From an optimization exercise on the open Yosys and OpenROAD flow, aimed at small area, a short achievable clock period and few clock cycles per item; shortcuts taken in it are not production practice. Where RTL was checked, it was by simulation tests only, not by an equivalence proof against the original.

## rev 12
## sgl_flit_rx
module sgl_flit_rx (
  input  wire        clk,
  input  wire        rst,            
  input  wire        in_valid,
  input  wire [63:0] in_data,        
  output wire        in_ready,
  output wire        out_valid,
  output wire [63:0] out_data,       
  output wire        out_last,       
  output wire        out_pass,       
  output wire        out_fec_ok,     
  output wire [2:0]  out_corr,       
  output wire [23:0] out_corr_pos    
);
  function automatic [7:0] gf_mul2(input [7:0] a);
    gf_mul2 = {a[6:0], 1'b0} ^ (a[7] ? 8'h1D : 8'h00);
  endfunction
  function automatic [7:0] gf_mul(input [7:0] a, input [7:0] b);
    integer i;
    reg [7:0] r, x;
    begin
      r = 8'd0;
      x = a;
      for (i = 0; i < 8; i = i + 1) begin
        if (b[i]) r = r ^ x;
        x = gf_mul2(x);
      end
      gf_mul = r;
    end
  endfunction
  function automatic [7:0] gf_mulp(input [7:0] a, input integer k);
    gf_mulp = gf_mul(a, 8'd1 << k);
  endfunction
  localparam [7:0] ALPHA_M85 = 8'hD7;    
  localparam [7:0] ALPHA_M84 = 8'hB3;    
  reg  [4:0] phi;         
  reg  [4:0] wcnt;        
  reg        in_rdy_q;
  ...
export LEC_CHECK = 0
export CAP_MARGIN = 20
export CORE_MARGIN = 2
export CORE_UTILIZATION = 40
export CTS_BUF_LIST = sky130_fd_sc_hd__clkbuf_4 sky130_fd_sc_hd__clkbuf_8
export CTS_CLUSTER_SIZE = 30
export SLEW_MARGIN = 20
create_clock -name core_clock -period 14.0 [get_ports {clk}]
run.sh (not shown) runs the stock make flow with config.mk's settings and CLKGATE_MAP_FILE= SYNTH_SCRIPT=/design/flow/synth_recipe.tcl, a recipe that flattens the netlist after the stock synthesis.
Rev 12: PASS, flow complete, no timing, DRC or antenna violations
What rev 13 does differently from rev 12 at the input level:
# rev 12
export LEC_CHECK = 0
export CAP_MARGIN = 20
export CORE_MARGIN = 2
export CORE_UTILIZATION = 40
export CTS_BUF_LIST = sky130_fd_sc_hd__clkbuf_4 sky130_fd_sc_hd__clkbuf_8
export CTS_CLUSTER_SIZE = 30
export SLEW_MARGIN = 20
create_clock -name core_clock -period 14.0 [get_ports {clk}]
# rev 13
export LEC_CHECK = 0
export CAP_MARGIN = 20
export CORE_MARGIN = 2
export CORE_UTILIZATION = 40
export SLEW_MARGIN = 20
create_clock -name core_clock -period 14.0 [get_ports {clk}]
## What came out
Re number of instances in the synthesized netlist: no difference whatsoever between rev 12 and rev 13.
The wire length in rev 13 sits 1400 um below the value recorded for rev 12.
Register-to-register slack | rev 13 below rev 12
Delta (rev 13 minus rev 12): share of synthesized flip-flops with an asynchronous set or reset neither gained nor lost much, wire length on met2 lost about 0.5%, critical path data required time lost 0.18 ns, worst hold slack picked up an extra 0.0060 ns.
No functional check of the RTL was part of any run of this note.

---

## run A
Another version of the RTL of sgl_flit_rx (not shown whole).
For scale: ~160 I/O pins, ~72,000 sq um of cells after synthesis.
clock: 14.0 ns
lec_check: 0
cap_margin: 20
core_margin: 2
core_utilization: 40
slew_margin: 20
Testbench counts of run A, summed over its fixed seeds: cycles 16,648, flits 512.
Here is what was changed in the inputs of run B compared with run A.
==> flow/flow/run.sh (new file) <==
#!/bin/bash
# Standard ORFS layout with stronger port buffers and no CTS dummy loads.
set -euo pipefail
export BUFFER_PORTS_ARGS="-buffer_cell sky130_fd_sc_hd__buf_4"
export CTS_ARGS="-sink_clustering_enable -repair_clock_nets -dont_use_dummy_load"
export SETUP_SLACK_MARGIN=9.5
bash standard.sh > standard.log 2>&1
==> flow/standard.sh (new file) <==
#!/bin/bash
# synth_recipe.tcl (not shown) runs the flow's synth.tcl, then flattens the netlist and writes it again
# the make line also repeats each setting of config.mk as NAME=value (left out here)
make -C /OpenROAD-flow-scripts/flow DESIGN_CONFIG=/design/flow/config.mk WORK_HOME=/design/flow/orfs CLKGATE_MAP_FILE= SYNTH_SCRIPT=/design/flow/synth_recipe.tcl "${@:-finish}"
removed: flow/run.sh
--- outcome ---
Global-route wire length before repair in run B is about 2% lower than in run A
| number of tap cells added at floorplan | run B vs run A | ≈ equal |
Synthesis-to-layout area growth in run B is 3.6 points lower than in run A
On via count: run B sits below run A.
Run B finished every step from synthesis to the final layout, and the layout passed the timing, DRC and antenna checks.
Compared with run A, in run B net total in the final layout has decreased, fraction of the cycle the final worst path needs went down, met2 wirelength from detailed routing now smaller, count of inserted antenna diode cells has decreased, timing-limited maximum frequency increased 31 MHz.
diff inputs: run B => run C
==> flow/flow/run.sh <==
#!/bin/bash
# The standard ORFS layout (standard.sh), with three changes to how the
# layout is made (the SDC, clock period and all constraints are unchanged):
#  - ports are buffered with buf_4 instead of the buffer ORFS picks,
#  - CTS inserts no dummy loads,
#  - repair_timing works towards a setup slack margin of 9.5 ns.
# The full make output goes to standard.log; ORFS's per-step logs are under
# orfs/logs.
set -euo pipefail
export BUFFER_PORTS_ARGS="-buffer_cell sky130_fd_sc_hd__buf_4"
export CTS_ARGS="-sink_clustering_enable -repair_clock_nets -dont_use_dummy_load -root_buf sky130_fd_sc_hd__clkbuf_16 -buf_list sky130_fd_sc_hd__clkbuf_8 -sink_clustering_size 20"
export SETUP_SLACK_MARGIN=10.2
bash standard.sh > standard.log 2>&1
## What came out
Run C went all the way through the flow, and no timing, DRC or antenna check failed. The count of clock-buffer cells in the layout of run C exceeds that of run B by 67%. Higher number of clock buffers inserted by TritonCTS goes to run C over run B.
#### Input delta (run D over run C)
==> flow/flow/run.sh <==
#!/bin/bash
# Standard ORFS layout with stronger port buffers and no CTS dummy loads.
set -euo pipefail
export BUFFER_PORTS_ARGS="-buffer_cell sky130_fd_sc_hd__buf_4"
export CTS_ARGS="-sink_clustering_enable -repair_clock_nets -dont_use_dummy_load"
bash standard.sh > standard.log 2>&1
[summary]
Run D completed end to end with timing, DRC and antenna clean.
Between run C and run D, number of buffers added by the clock tree synthesis step is lower for run D, run C comes in above that.
Compared with run C, run D instantiates a smaller number of standard cells.
Cell area shrinks slightly when moving from run C to run D.
Run D vs. run C: post-route met1 wirelength went down by 520 um.
Comparing run C against run D, there is no change at all in share of the synthesized area in compound gates (AO/OA/AOI/OAI).
Taking run C as the reference, in run D sequential share of layout area grew by 1.1 points, number of fill cells in the layout has increased.

---

Setup of build 51:
sgl_flit_rx, a different RTL version from the one above (not shown whole).
Size: ~4900 cells after synthesis, about 2400 flip-flops.
clock: 14.0 ns
lec_check: 0
cap_margin: 20
core_margin: 2
core_utilization: 62
slew_margin: 20
standard.sh (not shown) runs the stock make flow with config.mk's settings and CLKGATE_MAP_FILE= SYNTH_SCRIPT=/design/flow/synth_recipe.tcl, a recipe that flattens the netlist after the stock synthesis.
==> flow/flow/run.sh <==
#!/bin/bash
# The standard ORFS layout (standard.sh), with three changes to how the
# layout is made (the SDC, clock period and all constraints are unchanged):
#  - ports are buffered with buf_2 instead of the buffer ORFS picks,
#  - CTS clusters up to 30 sinks within 60 um and inserts no dummy loads,
#  - repair_timing works towards a setup slack margin of 9.9 ns.
# The full make output goes to standard.log; ORFS's per-step logs are under
# orfs/logs.
set -euo pipefail
export BUFFER_PORTS_ARGS="-buffer_cell sky130_fd_sc_hd__buf_2"
export CTS_ARGS="-sink_clustering_enable -repair_clock_nets -dont_use_dummy_load -sink_clustering_size 26 -sink_clustering_max_diameter 50"
export SETUP_SLACK_MARGIN=10.05
bash standard.sh > standard.log 2>&1
Build 51 finished every stage and its layout cleared the timing, DRC and antenna checks.
Testbench counts of build 51, summed over its fixed seeds: cycles 16,648, flits 512.
Here is what was changed in the inputs of build 24 compared with build 51.
-- flow/flow/run.sh --
<<< build 51, line 10
export BUFFER_PORTS_ARGS="-buffer_cell sky130_fd_sc_hd__buf_2"
export CTS_ARGS="-sink_clustering_enable -repair_clock_nets -dont_use_dummy_load -sink_clustering_size 26 -sink_clustering_max_diameter 50"
export SETUP_SLACK_MARGIN=10.05
bash standard.sh > standard.log 2>&1
>>> build 24, line 10
export BUFFER_PORTS_ARGS="-buffer_cell sky130_fd_sc_hd__buf_2"
export CTS_ARGS="-sink_clustering_enable -repair_clock_nets -dont_use_dummy_load -sink_clustering_size 30 -sink_clustering_max_diameter 60"
export SETUP_SLACK_MARGIN=9.9
export IO_CONSTRAINTS="$PWD/flow/io.tcl"
bash standard.sh > standard.log 2>&1
==> flow/flow/io.tcl (new file) <==
# Inputs on the left edge, outputs on the right edge.
set_io_pin_constraint -direction input -region left:*
set_io_pin_constraint -direction output -region right:*
Notes after the runs:
- Against build 51 as the reference, build 24 delivers a lower average routed wire per standard cell.
- Build 24 reports a lower total global routing track utilization than build 51 does.
- The run with more routed wire is build 51, not build 24.
- Taking build 51 as the reference, in build 24 required time at the endpoint of the critical path held; transition time of the tightest slew-check pin went up 11 ps.
[inputs] build 57 vs build 24
# build 24
export LEC_CHECK = 0
export CAP_MARGIN = 20
export CORE_MARGIN = 2
export CORE_UTILIZATION = 62
export SLEW_MARGIN = 20
create_clock -name core_clock -period 14.0 [get_ports {clk}]
# build 57
export LEC_CHECK = 0
export CAP_MARGIN = 20
export CORE_MARGIN = 2
export CORE_UTILIZATION = 40
export SLEW_MARGIN = 20
create_clock -name core_clock -period 14.0 [get_ports {clk}]
==> flow/flow/run.sh <==
#!/bin/bash
# The standard ORFS layout (standard.sh), with three changes to how the
# layout is made (the SDC, clock period and all constraints are unchanged):
#  - ports are buffered with buf_4 instead of the buffer ORFS picks,
#  - CTS inserts no dummy loads,
#  - repair_timing works towards a setup slack margin of 9.5 ns.
# The full make output goes to standard.log; ORFS's per-step logs are under
# orfs/logs.
set -euo pipefail
export BUFFER_PORTS_ARGS="-buffer_cell sky130_fd_sc_hd__buf_2"
export CTS_ARGS="-sink_clustering_enable -repair_clock_nets -dont_use_dummy_load -sink_clustering_size 30 -sink_clustering_max_diameter 60"
export SETUP_SLACK_MARGIN=9.6
bash standard.sh > standard.log 2>&1
removed: flow/flow/io.tcl
## What came out
[diff] total number of vias, build 57 relative to build 24: improvement. Delta (build 57 minus build 24): hold slack shrank by 27 ps; first-iteration DRC count saw a decrease; final core utilization now smaller. The tap cell instance count of build 57 is higher than that of build 24. out_data[31] as the termination of the worst setup path was reported by build 57, and out_data[33] by build 24. Summed area of non-filler cells in the final layout (build 57 vs. build 24) increases slightly.
--- input diff build 57..build 35 ---
# build 57
export LEC_CHECK = 0
export CAP_MARGIN = 20
export CORE_MARGIN = 2
export CORE_UTILIZATION = 40
export SLEW_MARGIN = 20
create_clock -name core_clock -period 14.0 [get_ports {clk}]
# build 35
export LEC_CHECK = 0
export CAP_MARGIN = 0
export CORE_MARGIN = 2
export CORE_UTILIZATION = 62
export SLEW_MARGIN = 0
create_clock -name core_clock -period 14.0 [get_ports {clk}]
==> flow/flow/run.sh <==
#!/bin/bash
# The standard ORFS layout (standard.sh), with three changes to how the
# layout is made (the SDC, clock period and all constraints are unchanged):
#  - ports are buffered with buf_2 instead of the buffer ORFS picks,
#  - CTS clusters up to 30 sinks within 60 um and inserts no dummy loads,
#  - repair_timing works towards a setup slack margin of 9.9 ns.
# The full make output goes to standard.log; ORFS's per-step logs are under
# orfs/logs.
set -euo pipefail
export BUFFER_PORTS_ARGS="-buffer_cell sky130_fd_sc_hd__buf_2"
export CTS_ARGS="-sink_clustering_enable -repair_clock_nets -dont_use_dummy_load -sink_clustering_size 30 -sink_clustering_max_diameter 60"
export SETUP_SLACK_MARGIN=9.9
bash standard.sh > standard.log 2>&1
[summary]
Re mean post-synth cell area: no difference whatsoever between build 35 and build 57. When the final numbers for build 57 and build 35 were put side by side, the clock buffer count turned out to be greater in build 57. From build 35 to build 57, synthesized cell count did not move at all. After detailed routing, build 57 needs less wire than build 35. When build 35 is measured against build 57, its share of the clock period used by the worst path turns out 2.0 points lower. Delta (build 35 minus build 57): tap cell count -822; highest clock rate +6.7%; clock skew +43 ps. Build 35 reports a higher global routing usage on met1 than build 57 does. Changes observed in build 35 relative to build 57: synthesis-to-finish area growth saw a decrease; post-CTS clock slew at the launch and capture registers of the worst setup and hold paths saw little to no change.

---

== before ==
sgl_flit_rx, a different RTL version from the one above (not shown whole).
For scale: roughly 5100 cells after synthesis, about 2400 flip-flops, about 160 I/O pins, roughly 71000 um2 of cells after synthesis.
// sgl_flit_rx
module sgl_flit_rx (
  input  wire        clk,
  input  wire        rst,            
  input  wire        in_valid,
  input  wire [63:0] in_data,        
  output wire        in_ready,
  output wire        out_valid,
  output wire [63:0] out_data,       
  output wire        out_last,       
  output wire        out_pass,       
  output wire        out_fec_ok,     
  output wire [2:0]  out_corr,       
  output wire [23:0] out_corr_pos    
);
export LEC_CHECK = 0
export CAP_MARGIN = 20
export CORE_MARGIN = 2
export CORE_UTILIZATION = 40
export SLEW_MARGIN = 20
create_clock -name core_clock -period 14.0 [get_ports {clk}]
==> flow/flow/run.sh <==
#!/bin/bash
# The standard ORFS layout (standard.sh), with three changes to how the
# layout is made (the SDC, clock period and all constraints are unchanged):
#  - ports are buffered with buf_4 instead of the buffer ORFS picks,
#  - CTS inserts no dummy loads,
#  - repair_timing works towards a setup slack margin of 9.5 ns.
# The full make output goes to standard.log; ORFS's per-step logs are under
# orfs/logs.
set -euo pipefail
export BUFFER_PORTS_ARGS="-buffer_cell sky130_fd_sc_hd__buf_4"
export CTS_ARGS="-sink_clustering_enable -repair_clock_nets -dont_use_dummy_load"
export SETUP_SLACK_MARGIN=9.6
bash standard.sh > standard.log 2>&1
[inputs] after vs before
-- flow/flow/run.sh --
<<< before, line 8
# orfs/logs.
set -euo pipefail
export BUFFER_PORTS_ARGS="-buffer_cell sky130_fd_sc_hd__buf_4"
export CTS_ARGS="-sink_clustering_enable -repair_clock_nets -dont_use_dummy_load"
export SETUP_SLACK_MARGIN=9.6
bash standard.sh > standard.log 2>&1
>>> after, line 8
# orfs/logs.
set -euo pipefail
export BUFFER_PORTS_ARGS="-buffer_cell sky130_fd_sc_hd__buf_2"
export CTS_ARGS="-sink_clustering_enable -repair_clock_nets -dont_use_dummy_load -sink_clustering_size 30 -sink_clustering_max_diameter 60"
export SETUP_SLACK_MARGIN=9.6
bash standard.sh > standard.log 2>&1
Notes after the runs:
after ends up with a sequential share of layout area that is 1.8 points higher than in before. On after: signed area change from the synthesized netlist to the final layout is 3.3 points lower than what before gave. Reported for before and after, post-synthesis sequential area ratio turned out identical to the last digit.
No functional check of the RTL was part of any run of this note.

---

Setup of P:
Another version of the RTL of sgl_flit_rx (not shown whole).
Size: roughly 2400 flip-flops.
Settings: LEC_CHECK=0, CAP_MARGIN=20, CORE_MARGIN=2, CORE_UTILIZATION=40, SLEW_MARGIN=20; clock period 14.0 ns.
==> flow/flow/run.sh <==
#!/bin/bash
# The standard ORFS layout (standard.sh), with three changes to how the
# layout is made (the SDC, clock period and all constraints are unchanged):
#  - ports are buffered with buf_4 instead of the buffer ORFS picks,
#  - CTS inserts no dummy loads,
#  - repair_timing works towards a setup slack margin of 9.5 ns.
# The full make output goes to standard.log; ORFS's per-step logs are under
# orfs/logs.
set -euo pipefail
export BUFFER_PORTS_ARGS="-buffer_cell sky130_fd_sc_hd__buf_2"
export CTS_ARGS="-sink_clustering_enable -repair_clock_nets -dont_use_dummy_load -sink_clustering_size 35 -sink_clustering_max_diameter 60"
export SETUP_SLACK_MARGIN=9.6
bash standard.sh > standard.log 2>&1
## Diff of input files: Q against P
-- flow/flow/run.sh --
<<< P, line 11
export CTS_ARGS="-sink_clustering_enable -repair_clock_nets -dont_use_dummy_load -sink_clustering_size 35 -sink_clustering_max_diameter 60"
>>> Q, line 11
export CTS_ARGS="-sink_clustering_enable -repair_clock_nets -dont_use_dummy_load -sink_clustering_size 30 -sink_clustering_max_diameter 60"
-- flow/config.mk --
<<< P, line 10
export CORE_UTILIZATION = 40
>>> Q, line 10
export CORE_UTILIZATION = 50
## What came out
Per the final summary, Q finished and its layout is clean on timing, DRC and antenna. Against P as the reference, Q delivers a lower count of buffers added by post-CTS timing repair for setup. Tightest hold margin, P and Q: smaller value in Q. Measured against Q, the violation count after the first detailed-route iteration of P comes out at 1.13 times the reference value. [compare] base=P new=Q: detailed placer's ending HPWL now sits lower.
No functional check of the RTL was part of any run of this note.

## afterwards: timing with drivers on the ports
The results above use ideal ports. As a check the final layouts listed here were re-extracted and re-timed, cells and wires unchanged.
Step 1 (the two cells are an assumption about what drives the block):
set clk [get_ports {clk}]
set_driving_cell -lib_cell sky130_fd_sc_hd__clkbuf_16 $clk
set_driving_cell -lib_cell sky130_fd_sc_hd__buf_2 [delete_from_list [all_inputs] $clk]
Step 2 also shifts input and output timing later by t, the mid clock arrival at the registers, as if the neighbouring blocks saw the same clock.
a / b / c = ideal / step 1 / step 2; a / b = the first two.
run	t (ns)	setup slack, ns	clock arrival spread, ns
rev 12	1.075	8.660 / 8.660 / 8.101	0.107 / 0.107
rev 13	0.936	8.567 / 8.567 / 8.486	0.096 / 0.096
run A	0.921	8.931 / 8.856 / 8.884	0.079 / 0.080
run B	0.877	9.628 / 9.549 / 9.239	0.089 / 0.089
run C	0.904	9.644 / 9.563 / 9.565	0.110 / 0.110
run D	0.898	9.197 / 9.197 / 8.953	0.116 / 0.116
build 51	0.814	9.681 / 9.601 / 9.314	0.131 / 0.131
build 24	0.790	9.699 / 9.623 / 9.192	0.145 / 0.145
build 57	0.840	9.461 / 9.380 / 9.051	0.110 / 0.111
build 35	0.772	9.744 / 9.666 / 9.359	0.170 / 0.170
before	0.879	9.544 / 9.464 / 9.239	0.073 / 0.073
after	0.850	9.564 / 9.488 / 9.250	0.113 / 0.113
P	0.875	8.844 / 8.844 / 8.844	0.137 / 0.137
Q	0.822	8.815 / 8.815 / 8.815	0.124 / 0.124
After both steps setup and hold are still met in every run listed. The setup slack of rev 12, which loses most, moves by 0.000 ns with the drivers and by -0.559 ns with both steps.
